This design comes from an exercise in tuning for small area and a short achievable clock period on the open sky130 flow, not from production work. Only simulation tests tie the RTL to the original design; equivalence was not proved.

Design ce_agu, start of the top module:
module ce_agu (
    input  wire        clk,
    input  wire        rst,         
    input  wire        wr_en,
    input  wire [4:0]  wr_sel,
    input  wire [15:0] wr_data,
    input  wire [4:0]  rd_sel,
    output wire [15:0] rd_data,
    input  wire        x_en,
    input  wire [1:0]  x_k,
    input  wire [15:0] x_disp,
    input  wire        x_upd,
    output wire [15:0] x_ea,
    output wire        x_fault,
    input  wire        y_en,
    input  wire [1:0]  y_k,
    input  wire [15:0] y_disp,
    input  wire        y_upd,
    output wire [15:0] y_ea,
    output wire        y_fault
);
Settings: LEC_CHECK=0, CAP_MARGIN=20, CORE_MARGIN=2, CORE_UTILIZATION=40, GPL_TIMING_DRIVEN=0, SLEW_MARGIN=20; clock period 60.0 ns.
standard.sh (not shown) runs the stock make flow with config.mk's settings and CLKGATE_MAP_FILE= SYNTH_SCRIPT=/design/flow/synth_recipe.tcl, a recipe that flattens the netlist after the stock synthesis.
==> flow/flow/run.sh <==
#!/bin/bash
# The standard layout (standard.sh) with these changes:
# - synthesis keeps the design's modules apart until technology mapping and
#   maps each with its own ABC script (abc_hier.tcl); the netlist is then
#   flattened and renamed by synth_recipe.tcl as usual;
# - the port buffers that placement inserts are buf_2 cells;
# - clock tree synthesis uses clkbuf_8 cells, clusters of up to 14 sinks and
#   no dummy loads.
# Every other step and script is ORFS's own.
set -euo pipefail
here=$(pwd)
rm -rf "$here/own_scripts"
cp -r "$FLOW_HOME/scripts" "$here/own_scripts"
sed -i 's|^  log_cmd abc {\*}\$abc_args$|  source $::env(OWN_ABC_DIR)/abc_hier.tcl|' "$here/own_scripts/synth.tcl"
grep -q 'abc_hier.tcl' "$here/own_scripts/synth.tcl"
export OWN_ABC_DIR="$here/flow"
export BUFFER_PORTS_ARGS="-buffer_cell sky130_fd_sc_hd__buf_2"
export CTS_ARGS="-sink_clustering_enable -repair_clock_nets -dont_use_dummy_load -buf_list sky130_fd_sc_hd__clkbuf_8 -sink_clustering_size 14 -sink_clustering_max_diameter 70"
bash standard.sh SCRIPTS_DIR="$here/own_scripts" SYNTH_HIERARCHICAL=1 SYNTH_MINIMUM_KEEP_SIZE=0 \
    synth > "$here/synth.log" 2>&1
bash standard.sh "BUFFER_PORTS_ARGS=$BUFFER_PORTS_ARGS" "CTS_ARGS=$CTS_ARGS" > "$here/layout.log" 2>&1
==> flow/flow/abc_area.script <==
strash
&get -n
&fraig -x
&put
scorr
dc2
strash
&get -n
&dch -f
&nf
&put
buffer -c
topo
stime -c
upsize -c
dnsize -c
==> flow/flow/abc_dvb.script <==
strash
dch
map -D 10000
topo
stime -c
buffer -c
upsize -c
dnsize -c
==> flow/flow/abc_dvf.script <==
strash
dch
map -D 8000
topo
stime -c
buffer -c
upsize -c
dnsize -c
==> flow/flow/abc_fast.script <==
strash
dch
map -D 1500
topo
stime -c
buffer -c
upsize -c
dnsize -c
==> flow/flow/abc_hier.tcl <==
# Sourced by synth.tcl in place of its single abc call. Maps each module of
# the design with its own ABC script: the access module, which lies on the
# paths from inputs to outputs, for least delay; the rest for least area
# (abc_area.script) or for least area under a delay bound (map -D).
set own_dir $::env(OWN_ABC_DIR)
set abc_rest [lrange $abc_args 2 end]
log_cmd abc -script $own_dir/abc_fast.script {*}$abc_rest ce_agu_acc
log_cmd abc -script $own_dir/abc_area.script {*}$abc_rest ce_agu_rd
log_cmd abc -script $own_dir/abc_dvf.script {*}$abc_rest ce_agu_dvf
log_cmd abc -script $own_dir/abc_dvb.script {*}$abc_rest ce_agu_dvb
log_cmd abc -script $own_dir/abc_top.script {*}$abc_rest ce_agu
==> flow/flow/abc_top.script <==
strash
dch
map -D 15000
topo
stime -c
buffer -c
upsize -c
dnsize -c
The first run ran to the end with no violations.
Then changed:
--- a/flow/config.mk
+++ b/flow/config.mk
@@ -8,5 +8,4 @@
 export CAP_MARGIN = 20
 export CORE_MARGIN = 2
-export CORE_UTILIZATION = 40
-export GPL_TIMING_DRIVEN = 0
+export CORE_UTILIZATION = 60
 export SLEW_MARGIN = 20
Result: The new run ran to the end with no violations. First-iteration DRC count hardly moves. Setup slack improved by 260 ps. Die area went down by 33%. Global-route usage goes up by 12 points. Clock skew is higher by 59 ps. Cell area fell by 3.5%. Non-clock buffer count falls by 123. Synthesized area is unchanged.

==> static timing again, ports no longer ideal <==
No port has a modelled driver above. Below, the same layouts with a new extraction and two added sets of constraints. Step 1 (the two cells are an assumption about what drives the block):
set clk [get_ports {clk}]
set_driving_cell -lib_cell sky130_fd_sc_hd__clkbuf_16 $clk
set_driving_cell -lib_cell sky130_fd_sc_hd__buf_2 [delete_from_list [all_inputs] $clk]
Step 2 times the ports against the registers' clock, not the clock port: input delays grow and output delays shrink by t, the midpoint of the rising clock arrivals with the driver on. a / b / c = ideal / step 1 / step 2; a / b = the first two.
run	t (ns)	setup WS [ns]	slew at the worst register clock pin (ns)	worst data-port slew with drivers (ns)	pins driven straight from the clock port
the first run	0.756	32.064 / 32.042 / 32.042	0.12 / 0.12	0.10	1
the second run	0.716	32.319 / 32.176 / 32.176	0.10 / 0.10	0.13	1
After both steps setup and hold are still met in every run listed. For the second run, which loses most, drivers alone change the setup slack by -0.143 ns; drivers and shift together by -0.143 ns.
